This is an optimization exercise on Yosys and OpenROAD, whose aim is small area, a short achievable clock period and few clock cycles, not a production implementation. Only simulation tests tie the RTL to the original design; equivalence was not proved. Power and IR drop assume default switching activity.

`flow/design.v`:
```
`timescale 1ns/1ps
module uc32_alu (
    input  wire        clk,
    input  wire        rst,           
    input  wire        in_valid,
    output wire        in_ready,
    input  wire [10:0] in_fn,
    input  wire [31:0] in_a,
    input  wire [31:0] in_b,
    output reg         out_valid,
    output reg  [31:0] out_result,
    output reg         out_illegal
);
    localparam [3:0] O_SUM = 4'd0, O_LT = 4'd1, O_AND = 4'd2, O_OR = 4'd3, O_XOR = 4'd4,
                     O_FUN = 4'd5, O_ZERO = 4'd6, O_HI = 4'd7, O_ONES = 4'd8, O_REM = 4'd9;
    localparam [2:0] D_0 = 3'b000, D_P1 = 3'b001, D_M1 = 3'b101;
    wire in_hi0    = (in_fn[10:5] == 6'd0);
    wire in_simple = in_hi0 && !in_fn[4] && (in_fn[3:0] <= 4'd9);
    wire in_mul    = in_hi0 && (in_fn[4:2] == 3'b100) && (in_fn[1:0] != 2'd3);
    wire in_div    = in_hi0 && (in_fn[4:2] == 3'b101);
    wire in_ill    = !(in_simple || in_mul || in_div);
    wire in_slt    = (in_fn[3:0] == 4'd8);
    wire in_dsg    = !in_fn[0];
    wire in_bsx    = in_b[31] && (in_fn[4] ? in_dsg : in_slt);
    reg  [3:0] in_osel;
    always @(*) begin
        in_osel = O_ZERO;
        if (in_simple) begin
            case (in_fn[3:0])
                4'd0, 4'd1:       in_osel = O_SUM;
                4'd2:             in_osel = O_AND;
                4'd3:             in_osel = O_OR;
                4'd4:             in_osel = O_XOR;
                4'd5, 4'd6, 4'd7: in_osel = O_FUN;
                default:          in_osel = O_LT;
            endcase
        end else if (in_div) begin
            in_osel = O_SUM;                  
        end
    end
    function automatic [4:0] sigbits(input [31:0] x);
        reg [31:0] w;
        reg [15:0] v1; reg [15:0] i1;
        reg [7:0]  v2; reg [15:0] i2;
        reg [3:0]  v3; reg [11:0] i3;
        reg [1:0]  v4; reg [7:0]  i4;
        integer k;
        begin
            w = {x[30:0] ^ {31{x[31]}}, 1'b0};
            for (k = 0; k < 16; k = k + 1) begin
                v1[k] = w[2*k+1] | w[2*k];
                i1[k] = w[2*k+1];
            end
            for (k = 0; k < 8; k = k + 1) begin
                v2[k] = v1[2*k+1] | v1[2*k];
                i2[2*k +: 2] = v1[2*k+1] ? {1'b1, i1[2*k+1]} : {1'b0, i1[2*k]};
            end
            for (k = 0; k < 4; k = k + 1) begin
                v3[k] = v2[2*k+1] | v2[2*k];
                i3[3*k +: 3] = v2[2*k+1] ? {1'b1, i2[2*(2*k+1) +: 2]} : {1'b0, i2[2*(2*k) +: 2]};
            end
            for (k = 0; k < 2; k = k + 1) begin
                v4[k] = v3[2*k+1] | v3[2*k];
                i4[4*k +: 4] = v3[2*k+1] ? {1'b1, i3[3*(2*k+1) +: 3]} : {1'b0, i3[3*(2*k) +: 3]};
            end
            sigbits = v4[1] ? {1'b1, i4[7:4]} : {1'b0, i4[3:0]};
        end
    endfunction
    function automatic [2:0] booth(input [2:0] t);
        case (t)
            3'b001, 3'b010: booth = 3'b001;
            3'b011:         booth = 3'b010;
            3'b100:         booth = 3'b110;
            3'b101, 3'b110: booth = 3'b101;
            default:        booth = 3'b000;
        endcase
    endfunction
    reg         v;                        
    reg         dn;                       
    reg         c_mul, c_div, c_ill;
    reg  [4:0]  op;                       
    reg         p_exec, p_step;           
    reg         lastf;                    
    reg  [31:0] A;        
    reg  [33:0] B;        
    reg  [31:0] accH;     
    reg  [4:0]  cA, cB;   
    reg         bzf;      
    reg         negr;     
    reg  [4:0]  cnt;      
    reg         x_mul, x_r, x_a, x_inv, asx, cin_x;
    reg  [2:0]  dig;
    reg  [3:0]  osel;
    assign in_ready = !v || dn;
    wire fire = in_valid && in_ready;
    wire mul_sg  = (op[1:0] != 2'd2);
    wire div_sg  = !op[0];
    wire is_rem  = op[1];
    wire mul_hi  = (op[1:0] != 2'd0);
    wire [34:0] xin  = (({35{x_mul}} & {accH[0], out_result, 2'b00}) |
                        ({35{x_r}}   & {3'b000, out_result}) |
                        ({35{x_a}}   & {{3{asx}}, A})) ^ {35{x_inv}};
    wire [34:0] mmul = dig[1] ? {B, 1'b0} : (dig[0] ? {B[33], B} : 35'd0);
    wire [34:0] pp   = mmul ^ {35{dig[2]}};
    wire [36:0] sumt = {1'b0, xin, 1'b1} + {1'b0, pp, dig[2] | cin_x};
    wire [34:0] sum  = sumt[35:1];
    wire        c35  = sumt[36];
    wire [28:0] up0  = accH[29:1];
    reg  [28:0] upP, upM;
    integer ui;
    always @(*) begin
        for (ui = 0; ui < 29; ui = ui + 1) begin
            upP[ui] = up0[ui] ^ ((ui == 0) ? 1'b1 : &(up0 | ~((29'd1 << ui) - 29'd1)));
            upM[ui] = up0[ui] ^ ((ui == 0) ? 1'b1 : ~|(up0 & ((29'd1 << ui) - 29'd1)));
        end
    end
    wire [28:0] upN  = (c35 == pp[34]) ? up0 : (c35 ? upP : upM);
    wire [31:0] newH = {upN, sum[34:32]};
    wire [4:0]  eA    = (!mul_sg && A[31]) ? 5'd16 : {1'b0, cA[4:1]};
    wire [4:0]  eB    = (!mul_sg && B[31]) ? 5'd16 : {1'b0, cB[4:1]};
    wire        aM    = eA < eB;          
    wire [4:0]  nk1   = aM ? eA : eB;
    wire        selA  = p_exec ? aM : 1'b1;
    wire [31:0] msrc  = selA ? A : B[31:0];
    wire [31:0] mcand = selA ? B[31:0] : A;
    wire        fA    = mul_sg & A[31];
    wire        fB    = mul_sg & B[31];
    wire [36:0] aext  = {{4{fA}}, A, 1'b0};
    wire [36:0] bext  = {{4{fB}}, B[31:0], 1'b0};
    wire [4:0]  aidx  = p_exec ? eA : (cnt - 5'd1);
    wire [2:0]  dA    = aext[{aidx, 1'b0} +: 3];
    wire [2:0]  dB    = bext[{eB, 1'b0} +: 3];
    wire [2:0]  dnext = booth(selA ? dA : dB);
    wire [5:0] d0 = {1'b0, cA} - {1'b0, cB};
    reg  [4:0] ds;
    always @(*) begin
        if (bzf || (!div_sg && B[31]))
            ds = 5'd0;                                    
        else if (!div_sg && A[31])
            ds = 5'd0 - cB;                               
        else if (div_sg && A[31])
            ds = d0[5] ? 5'd0 : ((d0[4:0] == 5'd31) ? 5'd31 : d0[4:0] + 5'd1);
        else
            ds = d0[5] ? 5'd0 : d0[4:0];
    end
    wire dnegn = div_sg & B[31];                          
    wire negrn = div_sg & (is_rem ? A[31] : (A[31] ^ B[31]));
    reg  [33:0] fH;
    reg  [31:0] fL;
    reg  [4:0]  ft;
    always @(*) begin
        if (c_div) begin                      
            fH = B;                       fL = 32'd0;             ft = ds;
        end else if (op[1:0] == 2'd1) begin   
            fH = {2'b00, A};              fL = 32'd0;             ft = B[4:0];
        end else begin                        
            fH = {{33{(op[1:0] == 2'd3) & A[31]}}, A[31]};
            fL = {A[30:0], 1'b0};
            ft = ~B[4:0];
        end
    end
    wire [65:0] fx  = {fH, fL};
    wire [48:0] fs4 = ft[4] ? fx[49:1]   : fx[65:17];    
    wire [40:0] fs3 = ft[3] ? fs4[40:0]  : fs4[48:8];
    wire [36:0] fs2 = ft[2] ? fs3[36:0]  : fs3[40:4];
    wire [34:0] fs1 = ft[1] ? fs2[34:0]  : fs2[36:2];
    wire [33:0] fun = ft[0] ? fs1[33:0]  : fs1[34:1];
    always @(posedge clk) begin
        out_valid <= 1'b0;
        if (rst) begin
            v  <= 1'b0;
            dn <= 1'b0;
        end else begin
            if (v && dn) begin
                out_valid   <= 1'b1;
                out_illegal <= c_ill;
            end
            if (v) begin
                case (osel)
                    O_SUM:   out_result <= sum[31:0];
                    O_LT:    out_result <= {31'd0, sum[34]};
                    O_AND:   out_result <= A & B[31:0];
                    O_OR:    out_result <= A | B[31:0];
                    O_XOR:   out_result <= A ^ B[31:0];
                    O_FUN:   out_result <= fun[31:0];
                    O_HI:    out_result <= newH;
                    O_ONES:  out_result <= 32'hFFFF_FFFF;
                    O_REM:   if (!sum[34]) out_result <= sum[31:0];
                    default: out_result <= 32'd0;
                endcase
            end
            if (fire) begin
                v      <= 1'b1;
                dn     <= in_simple || in_ill;
                c_mul  <= in_mul;
                c_div  <= in_div;
                c_ill  <= in_ill;
                op     <= in_fn[4:0];
                p_exec <= 1'b1;
                p_step <= 1'b0;
                A      <= in_a;
                B      <= {{2{in_bsx}}, in_b};
                bzf    <= (in_b == 32'd0);
                cA     <= sigbits(in_a);
                cB     <= sigbits(in_b);
                x_mul  <= 1'b0;
                x_r    <= 1'b0;
                x_a    <= 1'b1;                  
                x_inv  <= in_div && in_dsg && in_a[31];
                cin_x  <= in_div && in_dsg && in_a[31];
                asx    <= in_a[31] && (in_div ? in_dsg : in_slt);
                dig    <= in_div ? D_0 : ((in_fn[3:0] == 4'd0) ? D_P1 : D_M1);
                osel   <= in_osel;
            end else if (dn) begin
                v  <= 1'b0;
                dn <= 1'b0;
            end else if (v) begin
                if (p_exec) begin
                    p_exec <= 1'b0;
                    p_step <= 1'b1;
                    if (c_mul) begin
                        A      <= msrc;
                        B      <= {{2{mul_sg & mcand[31]}}, mcand};
                        accH   <= 32'd0;
                        cnt    <= nk1;
                        lastf  <= (nk1 == 5'd0);
                        dn     <= (nk1 == 5'd0);
                        x_mul  <= 1'b1;
                        x_a    <= 1'b0;
                        x_inv  <= 1'b0;
                        cin_x  <= 1'b0;
                        dig    <= dnext;
                        osel   <= (nk1 == 5'd0 && mul_hi) ? O_HI : O_SUM;
                    end else begin
                        A      <= 32'd0;
                        B      <= fun;
                        cnt    <= ds;
                        lastf  <= (ds == 5'd0);
                        negr   <= negrn;
                        dn     <= (ds == 5'd0) && is_rem && !negrn;
                        x_r    <= 1'b1;
                        x_a    <= 1'b0;
                        x_inv  <= 1'b0;
                        cin_x  <= 1'b0;
                        dig    <= dnegn ? D_P1 : D_M1;
                        osel   <= O_REM;
                    end
                end
                if (p_step) begin
                    cnt   <= cnt - 5'd1;
                    lastf <= (cnt == 5'd1);
                    if (c_mul) begin
                        accH <= newH;
                        dig  <= dnext;
                        dn   <= (cnt == 5'd1);
                        osel <= (cnt == 5'd1 && mul_hi) ? O_HI : O_SUM;
                    end else begin
                        A <= {A[30:0], !sum[34]};
                        B <= {B[33], B[33:1]};
                        if (lastf) begin          
                            p_step <= 1'b0;
                            dn     <= 1'b1;
                            x_r    <= is_rem;
                            x_a    <= !is_rem;      
                            x_inv  <= negr;
                            cin_x  <= negr;
                            asx    <= 1'b0;
                            dig    <= D_0;
                            osel   <= (bzf && !is_rem) ? O_ONES : O_SUM;
                        end else begin
                            dn     <= (cnt == 5'd1) && is_rem && !negr;
                        end
                    end
                end
            end
        end
    end
endmodule
```
`flow/run.sh`:
```
#!/bin/bash
# synth_recipe.tcl (not shown) runs the flow's synth.tcl, then flattens the netlist and writes it again
# the make line also repeats each setting of config.mk as NAME=value (left out here)
make -C /OpenROAD-flow-scripts/flow DESIGN_CONFIG=/design/flow/config.mk WORK_HOME=/design/flow/orfs CLKGATE_MAP_FILE= SYNTH_SCRIPT=/design/flow/synth_recipe.tcl finish
```
`flow/config.mk`:
```
export PLATFORM = sky130hd
export DESIGN_NAME = uc32_alu
export DESIGN_NICKNAME = uc32_alu
export VERILOG_FILES = /design/flow/design.v
export SDC_FILE = /design/flow/constraint.sdc
export NUM_CORES = 4
export LEC_CHECK = 0
export ABC_AREA = 1
export CAP_MARGIN = 20
export CORE_MARGIN = 2
export CORE_UTILIZATION = 50
export PLACE_DENSITY = 0.65
export SETUP_SLACK_MARGIN = 4.0
export SLEW_MARGIN = 20
```
`flow/constraint.sdc`:
```
create_clock -name core_clock -period 8.0 [get_ports {clk}]
set_input_delay 1.6000 -clock core_clock [delete_from_list [all_inputs] [get_ports {clk}]]
set_output_delay 1.6000 -clock core_clock [all_outputs]
set_load 0.01 [all_outputs]
```
==> flow_summary.toml, run 1 <==
[clock_tree]
hold_buffers = 0
cts-root-buf = "clkbuf_16"
clock_sinks = 170
cts_tree = "done"
path_clk_slew_ps = 90
clockBufferDepth = 2
htreeDepth = 4
cts_made_buffers = 17
insertion_delay_ps = 520

[yosys]
synth_edf_count = 167
syn-num-nets = 3614
yosys_warnings = 1
synth_seq_cells = 170
yosysUniqueCellTypes = 62
syn_inst = 3420
synthFlopType = "edfxtp_1"
syn_area_sq_mm = 0.0221
async_flop_share = 0
avgSynthCellArea_sq_um = 6.46
synth_area_leader_cell = "edfxtp_1"
synth_top_area_frac = 0.227
ys_seq_area_frac = 0.230
synth_area_leaders = "edfxtp_1, nand2_1, nand3_1"

[layout]
fin_area_sq_mm = 0.0262
fin_util = 0.596
layout.nets = 3707
insertedDiodeCount = 0
drive_gt1_frac = 0.126
final_common_cell = "nand2_1"
final_cell_mix = "nand2_1, nand3_1, o21ai_0"
area_growth_pct = 18.5

[timing]
grt_setup_unrepaired = "true"
post-route-period-util = 0.508
finalCriticalPeriod_ps = 4060
max_freq_mhz = 246
slew_headroom = 0.249
slew_viol_final = 0
hold_violations = 0
setup_viol_count_final = 0
setup_tns_ps = 0
tightest_slew_ps = 1110
fin_skew_ps = 18.4

[global_route]
top_usage_layer = "met2"
grt_pass1_wl_mm = 153
grt_pass1_vias = 24574
antenna_found_initial = 4
grt_overflow = 0
grtUsageMet3 = 0.104
track_usage = 0.443
grt_max_degree = 105
grt_util_met1 = 0.552
met2_usage = 0.683

[critical_path]
crit_type = "reg -> reg"
cp_data_arrival_time_ps = 4310
worstPathMaxFanout = 17
crit_path_start_kind = "flip-flop"
end_kind = "flip-flop"
cp.required_ps = 8250
ff2ff_setup_slack_ps = 3940

[route]
drc = 0
wirelength_mm = 108
drtPass1Iterations = 9
drt_iter0_markers = 5276
vias = 27511
postRouteAntennaNets = 0
wl_per_cell_um = 26.2
vias_per_cell = 6.68

[floorplan]
rows = 77
num_io_pins = 113
die_area_sq_mm = 0.0459
die_y_um = 214
die_w_um = 214
initial_core_util = 0.503
coreArea_sq_mm = 0.0439

[job]
cap_violations = 0

[outcome]
status = "timing/DRC/antenna clean"

[min_path]
hp-class = "reg -> reg"

[power]
intPower_mw = 2.40
clkPwrFrac = 0.205
ir_worst_vdd_v = 0.000209
sequentialPowerShare = 0.253
switching_power_mw = 2.15
switching_share = 0.472
p_per_area_mw_per_mm2 = 174
power.leakage_nw = 11.0
power_frac_comb = 0.542

[place]
globalplace.congestion = 1.11
dpl.hpwl_mm = 79.6
postPlaceCellArea_sq_mm = 0.0234
port_buffers = 112
## cells in the mapped netlist (all sizes together), types with 4 or more instances
| library cell | instances |
|---|---|
| a21oi | 175 |
| nand3 | 467 |
| xnor2 | 23 |
| or2 | 20 |
| nand2 | 789 |
| a31oi | 36 |
| nor2 | 177 |
| a21o | 4 |
| nand4 | 91 |
| clkbuf | 124 |
| edfxtp | 167 |
| o31ai | 6 |
| inv | 338 |
| nand3b | 12 |
| xor2 | 123 |
| o21ai | 355 |
| o221ai | 24 |
| o311ai | 7 |
| nor4 | 18 |
| buf | 76 |
| nor3 | 27 |
| ha | 114 |
| o211ai | 124 |
| o22ai | 51 |
| clkinv | 17 |
| o2111ai | 4 |
| a211oi | 19 |
## power groups by stage
stage,logic [mW],clock network [mW],registers (mW)
after CTS,2.04,0.929,1.15
final,2.46,0.934,1.15
after detailed placement,1.90,0,1.18
after global routing,2.60,0.961,1.15
after global placement,1.88,0,1.18
after floorplan,1.30,0,1.14
## timing repair
| item | in CTS | in global routing |
|---|---|---|
| resized for setup | 69 | 197 |
| buffers inserted | 40 | 74 |
| pin swaps | 8 | 57 |
| setup endpoints to repair | 165 | 135 |
| gates cloned | 6 | 7 |
## metal layers
layer	vias up	wire, um	part of all wire
met5	-	44	0.00041
met4	6	9240	0.086
li1	12140	-	-
met3	536	13600	0.13
met2	2194	46200	0.43
met1	12635	38900	0.36
## registers in the layout, summed over array words and instances (netlist names), 4 cells and up
name        flops
osel            4
B              34
cnt             5
out_result     32
cB              5
A              32
cA              5
accH           30
## cells by family after synthesis
group / after synthesis / share of synthesized area
compound gates: 827 / 0.222
fa+ha+maj: 116 / 0.0664
simple gates: 1606 / 0.324
xor+xnor: 146 / 0.0579
buf+inv: 555 / 0.0999
flops: 170 / 0.230
## worst paths after layout
check                            start                        to  cells after the start
setup / recovery  dig[1]$_SDFFCE_PP0P_  out_result[22]$_DFFE_PP_                     21
setup reg to reg  dig[1]$_SDFFCE_PP0P_  out_result[22]$_DFFE_PP_                     21
hold reg to reg        c_ill$_DFFE_PP_     out_illegal$_DFFE_PP_                      0
hold / removal         c_ill$_DFFE_PP_     out_illegal$_DFFE_PP_                      0
## metrics by stage
stage | setup WS, ps | hold slack (ps) | power, mW | std cells
5_1_grt | 3800 | 455 | 4.71 | 4118
3_5_place_dp | 2140 | 435 | 3.07 | 3959
2_1_floorplan | 4040 | 400 | 2.44 | 3420
6_report | 3940 | 454 | 4.55 | 4118
3_3_place_gp | 2290 | 408 | 3.06 | 3959
4_1_cts | 3890 | 452 | 4.12 | 4037
## critical path, stage by stage, from the launching register on
cell	delay, ps
edfxtp_1	470
nor2_4	200
clkinvlp_4	120
buf_12	170
o22ai_4	120
xor2_1	190
ha_2	330
a21o_1	200
a21oi_2	190
o221ai_2	140
a21oi_4	220
nand3_4	200
nand2_8	140
clkinvlp_4	180
buf_6	170
buf_6	100
nand2_1	60
o21ai_2	60
xor2_1	160
buf_4	160
nand2_1	80
nand4_1	90
## layout make-up
class	instances	area (sq um)
Inverter	355	1410
Timing Repair Buffer	262	2490
Tap cell	592	741
Sequential cell	170	5070
Clock buffer	19	453
Fill cell	4212	17800
Timing Repair inverter	4	31.3
Multi-Input combinational cell	2703	15800
Clock inverter	13	171
Testbench counts, summed over its fixed seeds: cycles 14,436.
==> inputs of run 2 (changes only) <==
--- a/flow/design.v
+++ b/flow/design.v
@@ -76,4 +76,7 @@
         endcase
     endfunction
+    function automatic [4:0] bsel(input [2:0] d);
+        bsel = {d[2], d[1] & d[2], d[1] & !d[2], d[0] & d[2], d[0] & !d[2]};
+    endfunction
     reg         v;                        
     reg         dn;                       
@@ -89,6 +92,7 @@
     reg         negr;     
     reg  [4:0]  cnt;      
-    reg         x_mul, x_r, x_a, x_inv, asx, cin_x;
-    reg  [2:0]  dig;
+    reg         x_mul, x_r, x_rn, x_a, x_an, asx, cin_x;
+    reg  [3:0]  bs;       
+    reg         bneg;     
     reg  [3:0]  osel;
     assign in_ready = !v || dn;
@@ -100,8 +104,10 @@
     wire [34:0] xin  = (({35{x_mul}} & {accH[0], out_result, 2'b00}) |
                         ({35{x_r}}   & {3'b000, out_result}) |
-                        ({35{x_a}}   & {{3{asx}}, A})) ^ {35{x_inv}};
-    wire [34:0] mmul = dig[1] ? {B, 1'b0} : (dig[0] ? {B[33], B} : 35'd0);
-    wire [34:0] pp   = mmul ^ {35{dig[2]}};
-    wire [36:0] sumt = {1'b0, xin, 1'b1} + {1'b0, pp, dig[2] | cin_x};
+                        ({35{x_rn}}  & {3'b111, ~out_result}) |
+                        ({35{x_a}}   & {{3{asx}}, A}) |
+                        ({35{x_an}}  & ~{{3{asx}}, A}));
+    wire [34:0] pp   = ({35{bs[0]}} & {B[33], B}) | ({35{bs[1]}} & ~{B[33], B}) |
+                       ({35{bs[2]}} & {B, 1'b0})  | ({35{bs[3]}} & ~{B, 1'b0});
+    wire [36:0] sumt = {1'b0, xin, 1'b1} + {1'b0, pp, bneg | cin_x};
     wire [34:0] sum  = sumt[35:1];
     wire        c35  = sumt[36];
@@ -167,14 +173,9 @@
     wire [33:0] fun = ft[0] ? fs1[33:0]  : fs1[34:1];
     always @(posedge clk) begin
-        out_valid <= 1'b0;
-        if (rst) begin
-            v  <= 1'b0;
-            dn <= 1'b0;
-        end else begin
-            if (v && dn) begin
-                out_valid   <= 1'b1;
-                out_illegal <= c_ill;
-            end
-            if (v) begin
+        begin
+            accH        <= (p_exec || !c_mul) ? 32'd0 : newH;
+            out_valid   <= v && dn;
+            out_illegal <= c_ill;
+            begin
                 case (osel)
                     O_SUM:   out_result <= sum[31:0];
@@ -190,6 +191,8 @@
                 endcase
             end
-            if (fire) begin
-                v      <= 1'b1;
+            cA <= sigbits(in_a);
+            cB <= sigbits(in_b);
+            if (in_ready) begin
+                v      <= in_valid;
                 dn     <= in_simple || in_ill;
                 c_mul  <= in_mul;
@@ -202,18 +205,14 @@
                 B      <= {{2{in_bsx}}, in_b};
                 bzf    <= (in_b == 32'd0);
-                cA     <= sigbits(in_a);
-                cB     <= sigbits(in_b);
                 x_mul  <= 1'b0;
                 x_r    <= 1'b0;
-                x_a    <= 1'b1;                  
-                x_inv  <= in_div && in_dsg && in_a[31];
+                x_a    <= !(in_div && in_dsg && in_a[31]);    
+                x_an   <= in_div && in_dsg && in_a[31];
+                x_rn   <= 1'b0;
                 cin_x  <= in_div && in_dsg && in_a[31];
                 asx    <= in_a[31] && (in_div ? in_dsg : in_slt);
-                dig    <= in_div ? D_0 : ((in_fn[3:0] == 4'd0) ? D_P1 : D_M1);
+                {bneg, bs}    <= bsel(in_div ? D_0 : ((in_fn[3:0] == 4'd0) ? D_P1 : D_M1));
                 osel   <= in_osel;
-            end else if (dn) begin
-                v  <= 1'b0;
-                dn <= 1'b0;
-            end else if (v) begin
+            end else begin
                 if (p_exec) begin
                     p_exec <= 1'b0;
@@ -222,5 +221,4 @@
                         A      <= msrc;
                         B      <= {{2{mul_sg & mcand[31]}}, mcand};
-                        accH   <= 32'd0;
                         cnt    <= nk1;
                         lastf  <= (nk1 == 5'd0);
@@ -228,7 +226,7 @@
                         x_mul  <= 1'b1;
                         x_a    <= 1'b0;
-                        x_inv  <= 1'b0;
+                        x_an   <= 1'b0;
                         cin_x  <= 1'b0;
-                        dig    <= dnext;
+                        {bneg, bs}    <= bsel(dnext);
                         osel   <= (nk1 == 5'd0 && mul_hi) ? O_HI : O_SUM;
                     end else begin
@@ -241,7 +239,7 @@
                         x_r    <= 1'b1;
                         x_a    <= 1'b0;
-                        x_inv  <= 1'b0;
+                        x_an   <= 1'b0;
                         cin_x  <= 1'b0;
-                        dig    <= dnegn ? D_P1 : D_M1;
+                        {bneg, bs}    <= bsel(dnegn ? D_P1 : D_M1);
                         osel   <= O_REM;
                     end
@@ -251,6 +249,5 @@
                     lastf <= (cnt == 5'd1);
                     if (c_mul) begin
-                        accH <= newH;
-                        dig  <= dnext;
+                        {bneg, bs}  <= bsel(dnext);
                         dn   <= (cnt == 5'd1);
                         osel <= (cnt == 5'd1 && mul_hi) ? O_HI : O_SUM;
@@ -261,10 +258,11 @@
                             p_step <= 1'b0;
                             dn     <= 1'b1;
-                            x_r    <= is_rem;
-                            x_a    <= !is_rem;      
-                            x_inv  <= negr;
+                            x_r    <= is_rem & !negr;
+                            x_rn   <= is_rem & negr;
+                            x_a    <= !is_rem & !negr;      
+                            x_an   <= !is_rem & negr;
                             cin_x  <= negr;
                             asx    <= 1'b0;
-                            dig    <= D_0;
+                            {bneg, bs}    <= bsel(D_0);
                             osel   <= (bzf && !is_rem) ? O_ONES : O_SUM;
                         end else begin
@@ -275,4 +273,9 @@
             end
         end
+        if (rst) begin
+            v         <= 1'b0;
+            dn        <= 1'b0;
+            out_valid <= 1'b0;
+        end
     end
 endmodule
==> flow/flow/run.sh (new file) <==
#!/bin/bash
# The standard layout (standard.sh, unchanged synthesis and steps), with one change:
# the buffers that ORFS puts on every input and output port are sky130_fd_sc_hd__buf_1
# instead of the cell buffer_ports picks by default (a delay buffer, clkdlybuf4s50_1).
# The make output goes to run_make.log; each ORFS step keeps its own log under orfs/logs/.
set -euo pipefail
export BUFFER_PORTS_ARGS="-buffer_cell sky130_fd_sc_hd__buf_1"
bash standard.sh > run_make.log 2>&1
==> flow/standard.sh (new file) <==
#!/bin/bash
# synth_recipe.tcl (not shown) runs the flow's synth.tcl, then flattens the netlist and writes it again
# the make line also repeats each setting of config.mk as NAME=value (left out here)
make -C /OpenROAD-flow-scripts/flow DESIGN_CONFIG=/design/flow/config.mk WORK_HOME=/design/flow/orfs CLKGATE_MAP_FILE= SYNTH_SCRIPT=/design/flow/synth_recipe.tcl "${@:-finish}"
--- a/flow/config.mk
+++ b/flow/config.mk
@@ -11,4 +11,4 @@
 export CORE_UTILIZATION = 50
 export PLACE_DENSITY = 0.65
-export SETUP_SLACK_MARGIN = 4.0
+export SETUP_SLACK_MARGIN = 4.5
 export SLEW_MARGIN = 20
removed: flow/run.sh
==> flow_summary.toml, run 2 <==
[outcome]
status = "timing/DRC/antenna clean"

[global_route]
grt_overflow = 0
grtUsageMet3 = 0.136
antenna_found_initial = 2
grt_max_degree = 86
met2_usage = 0.691
top_usage_layer = "met2"
grt_pass1_vias = 24811
grt_util_met1 = 0.611
track_usage = 0.482
grt_pass1_wl_mm = 157

[yosys]
syn_inst = 3434
synth_top_area_frac = 0.141
ys_seq_area_frac = 0.191
avgSynthCellArea_sq_um = 6.01
synthFlopType = "dfxtp_1"
yosys_warnings = 1
synth_most_common_cell = "nand2_1"
syn-num-nets = 3627
async_flop_share = 0
synth_seq_cells = 173
synth_edf_count = 47
synth_area_leaders = "nand2_1, dfxtp_1, nand3_1"
syn_area_sq_mm = 0.0206
synth.top_cells.by_count = "nand2_1, nand3_1, inv_1"
synth_area_leader_cell = "nand2_1"
yosysUniqueCellTypes = 56

[place]
postPlaceCellArea_sq_mm = 0.0212
dpl.hpwl_mm = 77.4
globalplace.congestion = 1.09
port_buffers = 112
placedCellCount = 3905

[route]
vias = 28103
wl_per_cell_um = 27.2
drt_iter0_markers = 4986
drc = 0
wirelength_mm = 111
drtPass1Iterations = 7
vias_per_cell = 6.90
postRouteAntennaNets = 0

[timing]
slew_viol_final = 0
finalCriticalPeriod_ps = 3710
fin_skew_ps = 19.0
setup_viol_count_final = 0
tightest_slew_ps = 1010
setup_tns_ps = 0
post-route-period-util = 0.464
max_freq_mhz = 269
holdWs_ps = 361
grt_setup_unrepaired = "true"
hold_violations = 0
slew_headroom = 0.328

[layout]
largest_reg_flops = 34
fill_cells = 3940
seqCellArea_sq_mm = 0.00400
multi_input_area_sq_mm = 0.0159
fin_cells = 4074
area_growth_pct = 20.6
fin_util = 0.610
final_common_cell = "nand2_1"
insertedDiodeCount = 0
top_register = "B"
layout.nets = 3722
reg_top3 = "B: 34 flops, A: 32 flops, out_result: 32 flops"
final_cell_mix = "nand2_1, nand3_1, inv_1"
fin_area_sq_mm = 0.0249
drive_gt1_frac = 0.163

[power]
ir_worst_vdd_v = 0.000184
p_per_area_mw_per_mm2 = 209
power.leakage_nw = 11.0

[min_path]
hp-class = "reg -> reg"

[floorplan]
coreArea_sq_mm = 0.0408
die_w_um = 207
rows = 74
initial_core_util = 0.506
die_area_sq_mm = 0.0429
num_io_pins = 113
die_y_um = 207

[critical_path]
path_cells = "clkinvlp_4 -> a22oi_1 -> o221ai_1 -> ha_1 -> buf_4 -> buf_4 -> nand2_1 -> nor2_2 -> inv_2 -> nor4_4 -> nand3_1 -> nand3_1 -> nand3_1 -> nand2_1 -> xnor2_2 -> buf_6 -> nand2b_4 -> buf_12"
crit_path_start_kind = "flip-flop"
cp.required_ps = 8220
cp_data_arrival_time_ps = 3940
path_delay_family = "simple AND/OR/NAND/NOR gates"
end_kind = "flip-flop"
crit_slowest_cell = "dfxtp_2"
cp_common_cell = "nand3_1"
critPathBufInv = 6
slowest_delay_ps = 460
crit_type = "reg -> reg"
worstPathMaxFanout = 16

[clock_tree]
clockBufferDepth = 2
path_clk_slew_ps = 80
cts_made_buffers = 17
hold_buffers = 0
insertion_delay_ps = 530
htreeDepth = 4
cts-root-buf = "clkbuf_16"
clock_sinks = 173
cts_tree = "done"

[job]
cap_violations = 0
## run 2: cell types whose count changed after synthesis, moves of 38 or more
cell      change
xor2_1       -78
dfxtp_1     +123
o221ai_1     +38
a21oi_1      +89
o21ai_0      -41
edfxtp_1    -120
## run 2: worst reg2reg max path: cells and delay by family (launching register included)
kind / cells / cell delay (ps)
flip-flops: 1 / 460
AO/OA/AOI/OAI: 2 / 460
buffers and inverters: 6 / 860
adder cells (fa/ha/maj): 1 / 420
XOR/XNOR: 1 / 160
AND/OR/NAND/NOR: 8 / 1060
## run 2: cell type report
type,instances,area share
Multi-Input combinational cell,2684,0.640
Timing Repair Buffer,284,0.0861
Clock inverter,11,0.00508
Tap cell,532,0.0267
Sequential cell,173,0.161
Clock buffer,21,0.0185
Timing Repair inverter,5,0.00156
Inverter,364,0.0615
## run 2: cell families (layout without fill, tap and decap cells)
family | count (synthesis) | after routing | synth area share
AND/OR/NAND/NOR | 1567 | 1572 | 0.329
AO/OA/AOI/OAI | 931 | 932 | 0.272
buffers and inverters | 583 | 685 | 0.111
flip-flops | 173 | 173 | 0.191
adder cells (fa/ha/maj) | 115 | 115 | 0.0704
XOR/XNOR | 65 | 65 | 0.0276
## run 2: path summary, 6_finish.rpt
check                                  end            start  depth (start not counted)  slack [ps]
setup / recovery  out_result[20]$_DFFE_PP_    B[17]$_DFF_P_                         18        4290
hold / removal         out_illegal$_DFF_P_  c_ill$_DFFE_PN_                          0         360
setup reg to reg  out_result[20]$_DFFE_PP_    B[17]$_DFF_P_                         18        4290
hold reg to reg        out_illegal$_DFF_P_  c_ill$_DFFE_PN_                          0         360
## run 2: metrics by stage
stage	power, mW	setup WS [ps]
2_1_floorplan	2.75	4550
3_3_place_gp	3.48	2720
3_5_place_dp	3.51	2650
4_1_cts	4.70	4440
5_1_grt	5.41	4130
6_report	5.21	4290
## run 2: where the power goes
part           switching [mW]  internal, mW
sequential              0.179         0.998
clock                   0.454         0.454
combinational            2.10          1.03
## run 2: timing repair
| item | 4_1_cts | 5_1_grt |
|---|---|---|
| resized for setup | 211 | 262 |
| endpoints found under the setup margin | 175 | 157 |
| cloned | 11 | 11 |
| buffers inserted | 71 | 44 |
| pin swaps | 32 | 77 |
## run 2: per-layer routing
| metal | vias up | wire [um] |
|---|---|---|
| li1 | 12159 | - |
| met1 | 12771 | 40100 |
| met2 | 2521 | 43800 |
| met3 | 650 | 16200 |
| met4 | 2 | 10600 |
| met5 | - | 8 |
Testbench counts of run 2, summed over its fixed seeds: cycles 14,436.
==> inputs of run 3 (changes only) <==
--- a/flow/config.mk
+++ b/flow/config.mk
@@ -11,4 +11,4 @@
 export CORE_UTILIZATION = 50
 export PLACE_DENSITY = 0.65
-export SETUP_SLACK_MARGIN = 4.5
+export SETUP_SLACK_MARGIN = 4.15
 export SLEW_MARGIN = 20
==> flow_summary.toml, run 3 <==
[layout]
drive_gt1_frac = 0.105
layout.nets = 3680
final_cell_mix = "nand2_1, nand3_1, inv_1"
top_register = "B"
final_common_cell = "nand2_1"
fin_area_sq_mm = 0.0235
area_growth_pct = 13.9
largest_reg_flops = 34
reg_top3 = "B: 34 flops, A: 32 flops, out_result: 32 flops"

[timing]
slew_headroom = 0.279
setup_viol_count_final = 0
hold_violations = 0
post-route-period-util = 0.477
tightest_slew_ps = 1080
grt_setup_unrepaired = "true"
fin_skew_ps = 29.1
finalCriticalPeriod_ps = 3820
setup_tns_ps = 0
slew_viol_final = 0
setup_ws_ps = 4180
max_freq_mhz = 262

[job]
cap_violations = 0

[critical_path]
startpoint = "op[1]$_DFFE_PN_"
crit_slowest_cell = "edfxtp_1"
cp_data_arrival_time_ps = 4210
end_kind = "flip-flop"
worstPathMaxFanout = 46
ff2ff_setup_slack_ps = 4180
crit_type = "reg -> reg"
slowest_delay_ps = 580
reg2reg_depth = 15
path_cells = "buf_4 -> nor2_4 -> inv_4 -> a21oi_2 -> buf_4 -> inv_1 -> o22ai_1 -> nand3_1 -> nand2_1 -> nand2_1 -> nand3_1 -> nand3_1 -> nand3_1 -> nand3_1 -> nand4_1"
crit_path_start_kind = "flip-flop"
cp.depth = 15
critPathBufInv = 4
r2r_start = "op[1]$_DFFE_PN_"
cp.required_ps = 8390
path_delay_family = "simple AND/OR/NAND/NOR gates"
reg2reg_to = "out_result[9]$_DFFE_PP_"
cp_common_cell = "nand3_1"

[place]
postPlaceCellArea_sq_mm = 0.0212
globalplace.congestion = 1.10
port_buffers = 112
place_ws_ps = 2550
dpl.hpwl_mm = 78.1

[floorplan]
die_w_um = 207
num_io_pins = 113
coreArea_sq_mm = 0.0408
die_y_um = 207
rows = 74
die_area_sq_mm = 0.0429
initial_core_util = 0.506

[route]
drt_iter0_markers = 4547
vias = 27489
postRouteAntennaNets = 0
vias_per_cell = 6.81
wl_per_cell_um = 26.4
drc = 0
wirelength_mm = 107
drtPass1Iterations = 8

[clock_tree]
insertion_delay_ps = 550
cts-root-buf = "clkbuf_16"
clockBufferDepth = 2
clock_sinks = 173
htreeDepth = 4
path_clk_slew_ps = 80
cts_made_buffers = 17
cts_tree = "done"

[yosys]
synth_area_leaders = "nand2_1, dfxtp_1, nand3_1"
synth.top_cells.by_count = "nand2_1, nand3_1, inv_1"
syn_area_sq_mm = 0.0206
synth_most_common_cell = "nand2_1"
yosysUniqueCellTypes = 56
synth_area_leader_cell = "nand2_1"
syn_inst = 3434
syn-num-nets = 3627
ys_seq_area_frac = 0.191
synth_top_area_frac = 0.141
synthFlopType = "dfxtp_1"
yosys_warnings = 1
synth_seq_cells = 173
avgSynthCellArea_sq_um = 6.01
async_flop_share = 0
synth_edf_count = 47

[min_path]
hold_depth = 0
hp-class = "reg -> reg"
holdPathEnd = "out_illegal$_DFF_P_"
min_from = "c_ill$_DFFE_PN_"

[global_route]
track_usage = 0.470
antenna_found_initial = 3
grt_pass1_vias = 24600
grt_max_degree = 130
grt_overflow = 0
grt_pass1_wl_mm = 154

[power]
power.leakage_nw = 10.5
p_per_area_mw_per_mm2 = 206
ir_worst_vdd_v = 0.000212

[outcome]
status = "timing/DRC/antenna clean"
## run 3: cell types whose count changed in the layout (fill, tap and decap cells not counted), sizes merged
cell      delta
nand3        +1
clkinvlp     +8
clkbuf       -5
clkinv       +4
nand2        -3
diode        +3
buf         -36
bufinv       -1
bufbuf       -2
inv          -7
nand2b       -1
## run 3: worst max-delay path by stage
stage,to,slack (ps)
finish,out_result[9]$_DFFE_PP_,4180
global route,out_result[13]$_DFFE_PP_,4050
CTS,B[33]$_DFFE_PP_,4090
detailed placement,out_result[31]$_DFFE_PP_,2550
global placement,out_result[24]$_DFFE_PP_,2600
floorplan,out_result[0]$_DFFE_PP_,4210
## run 3: area by class of cell
class                   count  area (sq um)
diodes                      3          7.51
fillers                  4036         17300
clock inverters            15           191
multi-input cells        2681         15000
well taps                 532           666
repair buffers            245          1690
inverters                 364          1530
flip-flops and latches    173          3990
repair inverters            5          32.5
clock buffers              17           425
## run 3: what timing repair did
item / in CTS / in global routing
buffers inserted: 32 / 52
resized for setup: 96 / 143
cloned: 5 / 8
hold buffers: 0 / 0
setup endpoints to repair: 169 / 125
pin swaps: 5 / 24
## run 3: layer usage
metal	vias up	wire length (um)	GRT usage
met5	-	0	0
met4	0	10100	0.364
met3	586	14100	0.123
met2	2203	43000	0.678
met1	12625	39400	0.595
li1	12075	-	-
## run 3: power breakdown
part | switching, mW | internal, mW
combinational | 1.89 | 0.856
sequential | 0.187 | 0.998
clock | 0.494 | 0.425
total | 2.57 | 2.28
## run 3: kinds of logic after synthesis
family | share of synthesized area
AND/OR/NAND/NOR | 0.329
AO/OA/AOI/OAI | 0.272
buffers and inverters | 0.111
flip-flops | 0.191
adder cells (fa/ha/maj) | 0.0704
XOR/XNOR | 0.0276
## run 3: per-stage QoR
step | utilization | total power [mW] | hold WS (ps) | cells
after CTS | 0.550 | 4.51 | 367 | 3972
after global placement | 0.519 | 3.49 | 338 | 3903
after floorplan | - | 2.75 | 323 | 3434
after detailed placement | 0.519 | 3.52 | 342 | 3903
final | 0.576 | 4.85 | 367 | 4035
after global routing | 0.576 | 5.08 | 381 | 4032
==> inputs of run 4 (changes only) <==
--- a/flow/config.mk
+++ b/flow/config.mk
@@ -11,4 +11,4 @@
 export CORE_UTILIZATION = 50
 export PLACE_DENSITY = 0.65
-export SETUP_SLACK_MARGIN = 4.15
+export SETUP_SLACK_MARGIN = 4.35
 export SLEW_MARGIN = 20
==> flow_summary.toml, run 4 <==
[clock_tree]
cts_tree = "done"
path_clk_slew_ps = 80
htreeDepth = 4
cts_made_buffers = 17
insertion_delay_ps = 530
clockBufferDepth = 2
clock_sinks = 173
cts-root-buf = "clkbuf_16"

[layout]
area_growth_pct = 16.1
reg_top3 = "B: 34 flops, A: 32 flops, out_result: 32 flops"
final_cell_mix = "nand2_1, nand3_1, inv_1"
final_common_cell = "nand2_1"
top_register = "B"
fill_cells = 4062
layout.nets = 3684
drive_gt1_frac = 0.125
largest_reg_flops = 34

[yosys]
synth_seq_cells = 173
synthFlopType = "dfxtp_1"
synth_top_area_frac = 0.141
synth_most_common_cell = "nand2_1"
syn-num-nets = 3627
synth_area_leader_cell = "nand2_1"
avgSynthCellArea_sq_um = 6.01
synth.top_cells.by_count = "nand2_1, nand3_1, inv_1"
async_flop_share = 0
syn_inst = 3434
synth_area_leaders = "nand2_1, dfxtp_1, nand3_1"
syn_area_sq_mm = 0.0206
synth_edf_count = 47
yosys_warnings = 1
yosysUniqueCellTypes = 56
ys_seq_area_frac = 0.191

[route]
wirelength_mm = 108
vias = 27603
wl_per_cell_um = 26.8
drt_iter0_markers = 4625
drtPass1Iterations = 10
drc = 0
postRouteAntennaNets = 0
vias_per_cell = 6.84

[floorplan]
initial_core_util = 0.506
die_y_um = 207
die_w_um = 207
coreArea_sq_mm = 0.0408
num_io_pins = 113
die_area_sq_mm = 0.0429
rows = 74

[global_route]
antenna_found_initial = 3
grt_max_degree = 86
grt_pass1_wl_mm = 153
grt_overflow = 0
track_usage = 0.470
grt_pass1_vias = 24433

[critical_path]
crit_type = "reg -> reg"
cp.required_ps = 8270
path_delay_family = "simple AND/OR/NAND/NOR gates"
critPathBufInv = 3
ff2ff_setup_slack_ps = 4210
worstPathMaxFanout = 7
path_cells = "clkinvlp_4 -> buf_8 -> o22ai_2 -> a21oi_1 -> o221ai_1 -> ha_1 -> a21oi_2 -> o21ai_2 -> nand2_1 -> a21oi_2 -> or2_1 -> a21oi_2 -> nand2_4 -> nand2_8 -> buf_4 -> o22ai_1 -> or2_2 -> nand3_1 -> nand4_1"
slowest_delay_ps = 400
end_kind = "flip-flop"
cp_common_cell = "a21oi_2"
crit_slowest_cell = "dfxtp_4"
cp_data_arrival_time_ps = 4060
crit_path_start_kind = "flip-flop"

[timing]
fin_skew_ps = 18.2
slew_headroom = 0.275
post-route-period-util = 0.473
slew_viol_final = 0
setup_viol_count_final = 0
tightest_slew_ps = 1080
setup_tns_ps = 0
max_freq_mhz = 264
grt_setup_unrepaired = "true"
finalCriticalPeriod_ps = 3790
hold_violations = 0

[place]
dpl.hpwl_mm = 77.4
globalplace.congestion = 1.09
port_buffers = 112

[power]
power_mw = 5.01
power.leakage_nw = 10.7
ir_worst_vdd_v = 0.000200
p_per_area_mw_per_mm2 = 209

[job]
cap_violations = 0

[min_path]
hp-class = "reg -> reg"

[outcome]
status = "timing/DRC/antenna clean"
run 4: cell types whose count changed in the layout (fill, tap and decap cells not counted), moves of 7 or more:
cell	delta
nand2_2	+18
clkinvlp_4	-7
ha_1	-7
inv_2	+9
nand3_1	-28
nand2_1	-18
nand3_2	+21
run 4: logic make-up (layout without fill, tap and decap cells):
logic type / after synthesis / count (layout) / synth area share
AOI/OAI and AO/OA: 931 / 932 / 0.272
xor gates and xnor gates: 65 / 65 / 0.0276
adders and majority gates: 115 / 115 / 0.0704
buffers and inverters: 583 / 648 / 0.111
DFF: 173 / 173 / 0.191
other: 0 / 2 / 0
and+or+nand+nor: 1567 / 1571 / 0.329
run 4: power breakdown:
group | leakage [nW] | switching, mW | total (mW) | internal, mW
registers | 1.58 | 0.180 | 1.18 | 0.998
logic | 8.81 | 1.99 | 2.92 | 0.930
clock network | 0.278 | 0.451 | 0.905 | 0.454
run 4: what timing repair did:
| item | 4_1_cts | 5_1_grt |
|---|---|---|
| endpoints found under the setup margin | 173 | 141 |
| hold buffers | 0 | 0 |
| buffers inserted | 40 | 43 |
| pin swaps | 16 | 68 |
| cloned | 5 | 11 |
| resized for setup | 128 | 207 |
run 4: final cells by class:
type	instances	area [sq um]	share of cell area
sequential	173	3990	0.167
inverter	364	1510	0.0628
tap	532	666	0.0278
timing repair inverter	3	21.3	0.000887
antenna	2	5.00	0.000209
timing repair buffer	249	1790	0.0745
multi-input combinational	2683	15400	0.643
clock buffer	21	460	0.0192
clock inverter	11	126	0.00527
run 4: through the flow:
step	cell area, sq um	cells	utilization	hold slack [ps]	setup WS, ps
6_report	24000	4038	0.587	362	4210
5_1_grt	24000	4036	0.587	368	4090
2_1_floorplan	20600	3434	-	323	4550
3_5_place_dp	21200	3905	0.520	339	2650
3_3_place_gp	21200	3904	0.519	339	2720
4_1_cts	22700	3982	0.555	362	4310
run 4: worst paths after layout:
path	end	cells past startpoint	start
setup / recovery	out_result[17]$_DFFE_PP_	19	x_mul$_SDFFE_PN0P_
hold / removal	out_illegal$_DFF_P_	0	c_ill$_DFFE_PN_
setup reg to reg	out_result[17]$_DFFE_PP_	19	x_mul$_SDFFE_PN0P_
hold reg to reg	out_illegal$_DFF_P_	0	c_ill$_DFFE_PN_
run 4: per-layer routing:
| layer | vias to the layer above | global-route usage | part of all wire |
|---|---|---|---|
| met5 | - | 0 | 0.00014 |
| met3 | 581 | 0.132 | 0.14 |
| met1 | 12638 | 0.592 | 0.37 |
| met4 | 2 | 0.361 | 0.092 |
| li1 | 12078 | - | - |
| met2 | 2304 | 0.678 | 0.40 |
==> inputs of run 5 (changes only) <==
--- a/flow/config.mk
+++ b/flow/config.mk
@@ -11,4 +11,4 @@
 export CORE_UTILIZATION = 50
 export PLACE_DENSITY = 0.65
-export SETUP_SLACK_MARGIN = 4.35
+export SETUP_SLACK_MARGIN = 4.0
 export SLEW_MARGIN = 20
==> flow_summary.toml, run 5 <==
[clock_tree]
insertion_delay_ps = 550
cts-root-buf = "clkbuf_16"
clock_sinks = 173
path_clk_slew_ps = 70
clockBufferDepth = 2
cts_made_buffers = 17
cts_tree = "done"
hold_buffers = 0
htreeDepth = 4

[critical_path]
worstPathMaxFanout = 34
crit_slowest_cell = "o221ai_1"
cp_data_arrival_time_ps = 4330
path_delay_family = "simple AND/OR/NAND/NOR gates"
crit_path_start_kind = "primary input"
end_kind = "flip-flop"
crit_type = "in -> reg"
critPathBufInv = 3
cp_common_cell = "nor2_1"
cp.required_ps = 8360
path_cells = "clkbuf_2 -> buf_4 -> xnor2_1 -> inv_1 -> nor2_1 -> nand3_1 -> nor2_1 -> nand4_1 -> o221ai_1"
slowest_delay_ps = 710

[route]
drt_iter0_markers = 4417
vias_per_cell = 6.78
drc = 0
wirelength_mm = 105
postRouteAntennaNets = 0
vias = 27169
drtPass1Iterations = 9
wl_per_cell_um = 26.3

[layout]
final_cell_mix = "nand2_1, nand3_1, inv_1"
layout.nets = 3650
fin_area_sq_mm = 0.0229
largest_reg_flops = 34
final_common_cell = "nand2_1"
area_growth_pct = 11.0
fill_cells = 4070
fin_util = 0.561
top_register = "B"
reg_top3 = "B: 34 flops, A: 32 flops, out_result: 32 flops"
drive_gt1_frac = 0.0841

[global_route]
track_usage = 0.468
antenna_found_initial = 6
grt_pass1_vias = 24475
grt_pass1_wl_mm = 153
grt_overflow = 0
grt_max_degree = 130

[yosys]
ys_seq_area_frac = 0.191
synth_area_leaders = "nand2_1, dfxtp_1, nand3_1"
async_flop_share = 0
synth_edf_count = 47
syn-num-nets = 3627
synth_top_area_frac = 0.141
syn_area_sq_mm = 0.0206
synth_seq_cells = 173
synth_area_leader_cell = "nand2_1"
yosysUniqueCellTypes = 56
synth_most_common_cell = "nand2_1"
avgSynthCellArea_sq_um = 6.01
yosys_warnings = 1
syn_inst = 3434
synth.top_cells.by_count = "nand2_1, nand3_1, inv_1"
synthFlopType = "dfxtp_1"

[timing]
post-route-period-util = 0.496
holdWs_ps = 366
hold_violations = 0
setup_tns_ps = 0
tightest_slew_ps = 1080
slew_viol_final = 0
slew_headroom = 0.279
fin_skew_ps = 27.2
grt_setup_unrepaired = "true"
finalCriticalPeriod_ps = 3970
setup_viol_count_final = 0
max_freq_mhz = 252

[power]
power.leakage_nw = 10.3
p_per_area_mw_per_mm2 = 207
ir_worst_vdd_v = 0.000212

[outcome]
status = "timing/DRC/antenna clean"

[floorplan]
die_y_um = 207
coreArea_sq_mm = 0.0408
die_w_um = 207
initial_core_util = 0.506
die_area_sq_mm = 0.0429
num_io_pins = 113
rows = 74

[place]
globalplace.congestion = 1.10
dpl.hpwl_mm = 78.1
postPlaceCellArea_sq_mm = 0.0212
port_buffers = 112

[min_path]
hp-class = "reg -> reg"

[job]
cap_violations = 0
==> run 5: repair_timing <==
| item | 4_1_cts | 5_1_grt |
|---|---|---|
| setup endpoints to repair | 142 | 121 |
| setup buffers | 27 | 33 |
| pin swaps | 4 | 11 |
| cloned | 4 | 3 |
| gates resized for setup | 81 | 79 |
==> run 5: cell families after synthesis <==
kind of cell	share of synthesized area
adders and majority gates	0.0704
DFF	0.191
buffers and inverters	0.111
and+or+nand+nor	0.329
xor gates and xnor gates	0.0276
AOI/OAI and AO/OA	0.272
==> run 5: power by group <==
part,switching [mW],internal (mW)
registers,0.184,0.998
clock network,0.494,0.425
logic,1.85,0.800
==> run 5: worst reg2reg max path: cells and delay by family, from the launching register on <==
kind / cells / cell delay (ps)
AND/OR/NAND/NOR: 7 / 1140
flip-flops: 1 / 460
buffers and inverters: 4 / 690
AO/OA/AOI/OAI: 3 / 470
adder cells (fa/ha/maj): 3 / 910
==> run 5: path summary, 6_finish.rpt <==
check	start	end	slack [ps]	depth (start not counted)
worst max register to register	cB[0]$_DFF_P_	out_result[5]$_DFFE_PP_	4070	17
worst max-delay path	in_a[31]	cA[2]$_DFF_P_	4030	9
worst min register to register	c_ill$_DFFE_PN_	out_illegal$_DFF_P_	370	0
worst min-delay path	c_ill$_DFFE_PN_	out_illegal$_DFF_P_	370	0
==> run 5: final cells by class <==
| cell class | instances | area [sq um] | share of cell area |
|---|---|---|---|
| timing repair inverter | 5 | 32.5 | 0.00142 |
| clock buffer | 17 | 425 | 0.0186 |
| multi-input combinational | 2679 | 14800 | 0.644 |
| clock inverter | 15 | 191 | 0.00835 |
| inverter | 364 | 1480 | 0.0646 |
| timing repair buffer | 217 | 1380 | 0.0601 |
| sequential | 173 | 3980 | 0.174 |
| tap | 532 | 666 | 0.0290 |
| antenna | 4 | 10.0 | 0.000437 |
==> run 5: metal layers <==
| metal | track usage | up-vias | share of wire |
|---|---|---|---|
| li1 | - | 12014 | - |
| met1 | 0.586 | 12433 | 0.37 |
| met2 | 0.677 | 2154 | 0.41 |
| met3 | 0.129 | 566 | 0.13 |
| met4 | 0.363 | 2 | 0.093 |
| met5 | 0 | - | 0.00011 |
==> run 5: stage by stage <==
stage | power [mW] | setup slack [ps] | std cells
CTS | 4.50 | 4010 | 3966
global placement | 3.49 | 2600 | 3903
detailed placement | 3.52 | 2550 | 3903
finish | 4.75 | 4030 | 4006
global route | 4.98 | 3980 | 4002
floorplan | 2.75 | 4210 | 3434
==> inputs of run 6 (changes only) <==
--- a/flow/config.mk
+++ b/flow/config.mk
@@ -11,4 +11,5 @@
 export CORE_UTILIZATION = 50
 export PLACE_DENSITY = 0.65
-export SETUP_SLACK_MARGIN = 4.0
+export SETUP_SLACK_MARGIN = 4.25
 export SLEW_MARGIN = 20
+export TNS_END_PERCENT = 10
==> flow_summary.toml, run 6 <==
[outcome]
status = "timing/DRC/antenna clean"

[timing]
finalCriticalPeriod_ps = 3850
slew_viol_final = 0
setup_viol_count_final = 0
max_freq_mhz = 260
slew_headroom = 0.243
hold_violations = 0
setup_tns_ps = 0
fin_skew_ps = 18.9
grt_setup_unrepaired = "true"
tightest_slew_ps = 1120
post-route-period-util = 0.482

[global_route]
grt_overflow = 0
grt_pass1_vias = 24190
antenna_found_initial = 3
grt_pass1_wl_mm = 152
track_usage = 0.465
grt_max_degree = 86

[layout]
layout.nets = 3682
reg_top3 = "B: 34 flops, A: 32 flops, out_result: 32 flops"
largest_reg_flops = 34
multi_input_area_sq_mm = 0.0151
fin_util = 0.578
seqCellArea_sq_mm = 0.00398
final_cell_mix = "nand2_1, nand3_1, inv_1"
final_common_cell = "nand2_1"
area_growth_pct = 14.4
top_register = "B"
drive_gt1_frac = 0.106
fill_cells = 4125
fin_cells = 4035

[critical_path]
crit_path_start_kind = "flip-flop"
worstPathMaxFanout = 16
crit_slowest_cell = "dfxtp_4"
reg2reg_depth = 18
path_cells = "clkinvlp_4 -> buf_6 -> o22ai_1 -> a21oi_1 -> o221ai_1 -> ha_2 -> inv_1 -> o21ai_0 -> a21oi_1 -> o221ai_1 -> a21oi_1 -> nand3_1 -> nand3_1 -> nand2_1 -> xnor2_2 -> buf_4 -> nand2b_4 -> buf_12"
end_kind = "flip-flop"
critPathBufInv = 5
startpoint = "x_mul$_SDFFE_PN0P_"
cp.required_ps = 8220
r2r_start = "x_mul$_SDFFE_PN0P_"
slowest_delay_ps = 370
path_delay_family = "compound AO/OA/AOI/OAI gates"
cp_data_arrival_time_ps = 4070
cp.depth = 18
cp_common_cell = "a21oi_1"
crit_type = "reg -> reg"

[yosys]
synthFlopType = "dfxtp_1"
ys_seq_area_frac = 0.191
async_flop_share = 0
syn-num-nets = 3627
synth.top_cells.by_count = "nand2_1, nand3_1, inv_1"
syn_inst = 3434
synth_area_leaders = "nand2_1, dfxtp_1, nand3_1"
synth_top_area_frac = 0.141
yosysUniqueCellTypes = 56
syn_area_sq_mm = 0.0206
synth_most_common_cell = "nand2_1"
synth_seq_cells = 173
avgSynthCellArea_sq_um = 6.01
yosys_warnings = 1
synth_edf_count = 47
synth_area_leader_cell = "nand2_1"

[min_path]
hold_depth = 0
min_from = "c_ill$_DFFE_PN_"
hp-class = "reg -> reg"

[clock_tree]
cts_made_buffers = 17
cts-root-buf = "clkbuf_16"
clockBufferDepth = 2
clock_sinks = 173
cts_tree = "done"
path_clk_slew_ps = 80
hold_buffers = 0
insertion_delay_ps = 530
htreeDepth = 4

[route]
wirelength_mm = 107
postRouteAntennaNets = 0
vias = 27557
wl_per_cell_um = 26.4
drtPass1Iterations = 10
drc = 0
drt_iter0_markers = 4623
vias_per_cell = 6.83

[power]
sequentialPowerShare = 0.238
power.leakage_nw = 10.6
p_per_area_mw_per_mm2 = 208
intPower_mw = 2.35
clkPwrFrac = 0.184
switching_share = 0.522
power_frac_comb = 0.577
ir_worst_vdd_v = 0.000195
switching_power_mw = 2.56

[place]
globalplace.congestion = 1.09
placedCellCount = 3905
dpl.hpwl_mm = 77.4
port_buffers = 112

[floorplan]
initial_core_util = 0.506
rows = 74
num_io_pins = 113
die_y_um = 207
die_area_sq_mm = 0.0429
die_w_um = 207
coreArea_sq_mm = 0.0408

[job]
cap_violations = 0
==> run 6: per-layer routing <==
layer | wire length, um | track usage | vias to the layer above | part of all wire
li1 | - | - | 12086 | -
met5 | 13 | 0 | - | 0.00012
met1 | 39600 | 0.597 | 12624 | 0.37
met2 | 43000 | 0.671 | 2293 | 0.40
met4 | 9740 | 0.353 | 2 | 0.091
met3 | 14300 | 0.110 | 552 | 0.13
==> run 6: power by group through the flow <==
stage / Sequential [mW] / Combinational (mW) / Clock, mW
finish: 1.17 / 2.84 / 0.905
global route: 1.17 / 3.03 / 0.924
CTS: 1.16 / 2.43 / 0.901
detailed placement: 1.18 / 2.34 / 0
global placement: 1.17 / 2.30 / 0
floorplan: 1.10 / 1.65 / 0
==> run 6: area by class of cell <==
type	instances	area share
timing repair buffer	248	0.0745
antenna	1	0.000106
tap	532	0.0282
sequential	173	0.169
multi-input combinational	2683	0.639
clock inverter	11	0.00535
inverter	364	0.0638
timing repair inverter	2	0.000530
clock buffer	21	0.0195
==> run 6: kinds of logic after synthesis <==
group	after synthesis	synth area share
DFF	173	0.191
xor gates and xnor gates	65	0.0276
AOI/OAI and AO/OA	931	0.272
adders and majority gates	115	0.0704
and+or+nand+nor	1567	0.329
buffers and inverters	583	0.111
==> run 6: final timing paths <==
path,to,slack [ps]
min,out_illegal$_DFF_P_,360
max,out_result[20]$_DFFE_PP_,4150
max reg2reg,out_result[20]$_DFFE_PP_,4150
min reg2reg,out_illegal$_DFF_P_,360
==> run 6: timing repair <==
item | CTS | global route
pin swaps | 7 | 34
endpoints found under the setup margin | 171 | 136
setup buffers | 33 | 52
resized for setup | 84 | 165
gates cloned | 3 | 9
==> run 6: per-stage QoR <==
step                      hold slack (ps)  cell area (sq um)  power, mW  worst slack (ps)
after floorplan                       323              20600       2.75              4550
after global placement                339              21200       3.48              2720
after detailed placement              339              21200       3.51              2650
after CTS                             362              22400       4.49              4190
after global routing                  368              23600       5.12              4020
final                                 361              23600       4.91              4150
==> inputs of run 7 (changes only) <==
--- a/flow/config.mk
+++ b/flow/config.mk
@@ -13,3 +13,2 @@
 export SETUP_SLACK_MARGIN = 4.25
 export SLEW_MARGIN = 20
-export TNS_END_PERCENT = 10
==> flow_summary.toml, run 7 <==
[critical_path]
path_delay_family = "simple AND/OR/NAND/NOR gates"
startpoint = "x_mul$_SDFFE_PN0P_"
critPathBufInv = 4
cp.required_ps = 8270
reg2reg_depth = 19
path_cells = "clkinvlp_4 -> buf_6 -> o22ai_1 -> a21oi_1 -> o221ai_1 -> ha_1 -> a21oi_2 -> inv_1 -> nor2_2 -> o21ai_1 -> or2_1 -> a21oi_2 -> nand2_4 -> nand2_8 -> buf_4 -> o22ai_1 -> or2_2 -> nand3_1 -> nand4_1"
crit_slowest_cell = "dfxtp_4"
slowest_delay_ps = 400
crit_type = "reg -> reg"
worstPathMaxFanout = 7
cp_data_arrival_time_ps = 4040
crit_path_start_kind = "flip-flop"
end_kind = "flip-flop"
cp.depth = 19
r2r_start = "x_mul$_SDFFE_PN0P_"

[clock_tree]
cts_made_buffers = 17
cts-root-buf = "clkbuf_16"
htreeDepth = 4
clockBufferDepth = 2
hold_buffers = 0
insertion_delay_ps = 530
clock_sinks = 173
cts_tree = "done"
path_clk_slew_ps = 80

[route]
postRouteAntennaNets = 0
vias_per_cell = 6.77
drt_iter0_markers = 4591
vias = 27282
wl_per_cell_um = 26.5
wirelength_mm = 107
drtPass1Iterations = 10
drc = 0

[power]
power.leakage_nw = 10.6
ir_worst_vdd_v = 0.000197
p_per_area_mw_per_mm2 = 208
intPower_mw = 2.35
switching_power_mw = 2.58
sequentialPowerShare = 0.238
clkPwrFrac = 0.183
switching_share = 0.523
power_frac_comb = 0.579

[floorplan]
coreArea_sq_mm = 0.0408
initial_core_util = 0.506
die_y_um = 207
die_w_um = 207
num_io_pins = 113
die_area_sq_mm = 0.0429
rows = 74

[timing]
tightest_slew_ps = 1100
max_freq_mhz = 265
post-route-period-util = 0.472
finalCriticalPeriod_ps = 3780
grt_setup_unrepaired = "true"
slew_headroom = 0.257
setup_tns_ps = 0
fin_skew_ps = 16.8
slew_viol_final = 0
setup_viol_count_final = 0
hold_violations = 0

[layout]
area_growth_pct = 14.7
top_register = "B"
final_common_cell = "nand2_1"
drive_gt1_frac = 0.114
fin_util = 0.580
reg_top3 = "B: 34 flops, A: 32 flops, out_result: 32 flops"
layout.nets = 3676
fill_cells = 4122
final_cell_mix = "nand2_1, nand3_1, inv_1"
seqCellArea_sq_mm = 0.00399
multi_input_area_sq_mm = 0.0152
largest_reg_flops = 34

[job]
cap_violations = 0

[yosys]
synth.top_cells.by_count = "nand2_1, nand3_1, inv_1"
synth_seq_cells = 173
async_flop_share = 0
syn_area_sq_mm = 0.0206
yosysUniqueCellTypes = 56
synth_most_common_cell = "nand2_1"
ys_seq_area_frac = 0.191
yosys_warnings = 1
avgSynthCellArea_sq_um = 6.01
syn_inst = 3434
syn-num-nets = 3627
synth_edf_count = 47
synth_area_leaders = "nand2_1, dfxtp_1, nand3_1"
synth_area_leader_cell = "nand2_1"
synth_top_area_frac = 0.141
synthFlopType = "dfxtp_1"

[min_path]
hp-class = "reg -> reg"
min_from = "c_ill$_DFFE_PN_"
hold_depth = 0

[global_route]
grt_max_degree = 86
grt_pass1_wl_mm = 152
grt_pass1_vias = 24181
grt_overflow = 0
track_usage = 0.465
antenna_found_initial = 2

[outcome]
status = "timing/DRC/antenna clean"

[place]
dpl.hpwl_mm = 77.4
globalplace.congestion = 1.09
port_buffers = 112
run 7: cell counts after synthesis:
No cell type changed its count.
run 7: what timing repair did:
action | 4_1_cts | 5_1_grt
pin swaps | 8 | 41
gates resized for setup | 89 | 207
gates cloned | 3 | 10
setup endpoints to repair | 171 | 134
buffers inserted | 36 | 42
run 7: power groups by stage:
stage               Clock [mW]  Sequential (mW)  Combinational, mW
floorplan                    0             1.10               1.65
global placement             0             1.17               2.30
detailed placement           0             1.18               2.34
CTS                      0.901             1.16               2.44
global route             0.924             1.18               3.05
finish                   0.902             1.17               2.86
run 7: through the flow:
stage | setup WS, ps | hold slack [ps] | instance area [sq um] | std cells | power (mW)
6_report | 4220 | 361 | 23700 | 4029 | 4.93
5_1_grt | 4050 | 368 | 23700 | 4028 | 5.14
4_1_cts | 4250 | 362 | 22400 | 3976 | 4.50
3_5_place_dp | 2650 | 339 | 21200 | 3905 | 3.51
3_3_place_gp | 2720 | 339 | 21200 | 3904 | 3.48
2_1_floorplan | 4550 | 323 | 20600 | 3434 | 2.75
run 7: final timing paths:
path                              endpoint  slack [ps]
setup / recovery  out_result[17]$_DFFE_PP_        4220
hold / removal         out_illegal$_DFF_P_         360
setup reg to reg  out_result[17]$_DFFE_PP_        4220
hold reg to reg        out_illegal$_DFF_P_         360
run 7: area by class of cell:
cell class                 count  area share
multi-input combinational   2683       0.642
sequential                   173       0.168
timing repair buffer         242      0.0726
inverter                     364      0.0634
tap                          532      0.0281
clock buffer                  21      0.0194
clock inverter                11     0.00534
timing repair inverter         2    0.000528
antenna                        1    0.000106
run 7: cells by family (layout without fill, tap and decap cells):
| group | after synthesis | after routing | share of synthesized area |
|---|---|---|---|
| XOR/XNOR | 65 | 65 | 0.0276 |
| AO/OA/AOI/OAI | 931 | 932 | 0.272 |
| adder cells (fa/ha/maj) | 115 | 115 | 0.0704 |
| AND/OR/NAND/NOR | 1567 | 1571 | 0.329 |
| flip-flops | 173 | 173 | 0.191 |
| buffers and inverters | 583 | 640 | 0.111 |
| other | 0 | 1 | 0 |
run 7: layer usage:
layer  GRT usage  routed length (um)  vias up
li1            -                   -    12060
met1       0.594               40100    12441
met2       0.671               42700     2208
met3       0.115               14200      571
met4       0.356                9880        2
met5           0                  13        -
run 7: worst reg2reg max path: stages (launching register included):
cell and delay (ps):
dfxtp_4 400, clkinvlp_4 250, buf_6 210, o22ai_1 150, a21oi_1 60, o221ai_1 100, ha_1 340, a21oi_2 160
inv_1 80, nor2_2 140, o21ai_1 70, or2_1 240, a21oi_2 190, nand2_4 130, nand2_8 130, buf_4 140
o22ai_1 80, or2_2 290, nand3_1 240, nand4_1 120

==> static timing again, ports no longer ideal <==
How much do the figures lean on ideal ports? The routed layouts below were timed once more, with nothing changed but the port constraints. Step 1: set_driving_cell puts a clkbuf_16 on clk and a buf_2 on each other input, an assumption about the parent block. Step 2 adds t to the input delays and takes it off the output delays; t is the mean of the earliest and latest rising clock arrival at the registers after step 1. Input paths then give back, and output paths get back, about the clock's delay inside the block. Three values: ideal ports, drivers, drivers and shift; two values: the first two.
run	shift t [ns]	setup WS [ns]	worst setup path after step 2	worst register clock-pin slew, ns	cell pins on the clock port's net
run 1	0.575	3.936 / 3.936 / 3.660	input to register	0.09 / 0.09	1
run 2	0.589	4.288 / 4.288 / 4.154	input to register	0.09 / 0.09	1
run 3	0.600	4.183 / 4.183 / 3.881	input to register	0.11 / 0.11	1
run 4	0.589	4.213 / 4.213 / 3.979	input to register	0.08 / 0.08	1
run 5	0.599	4.028 / 4.064 / 3.465	input to register	0.10 / 0.10	1
run 6	0.585	4.147 / 4.147 / 3.781	input to register	0.08 / 0.08	1
run 7	0.585	4.225 / 4.225 / 3.875	input to register	0.08 / 0.08	1
After both steps every run listed still meets setup and hold. For run 5, which loses most, drivers alone change the setup slack by +0.036 ns; drivers and shift together by -0.563 ns.
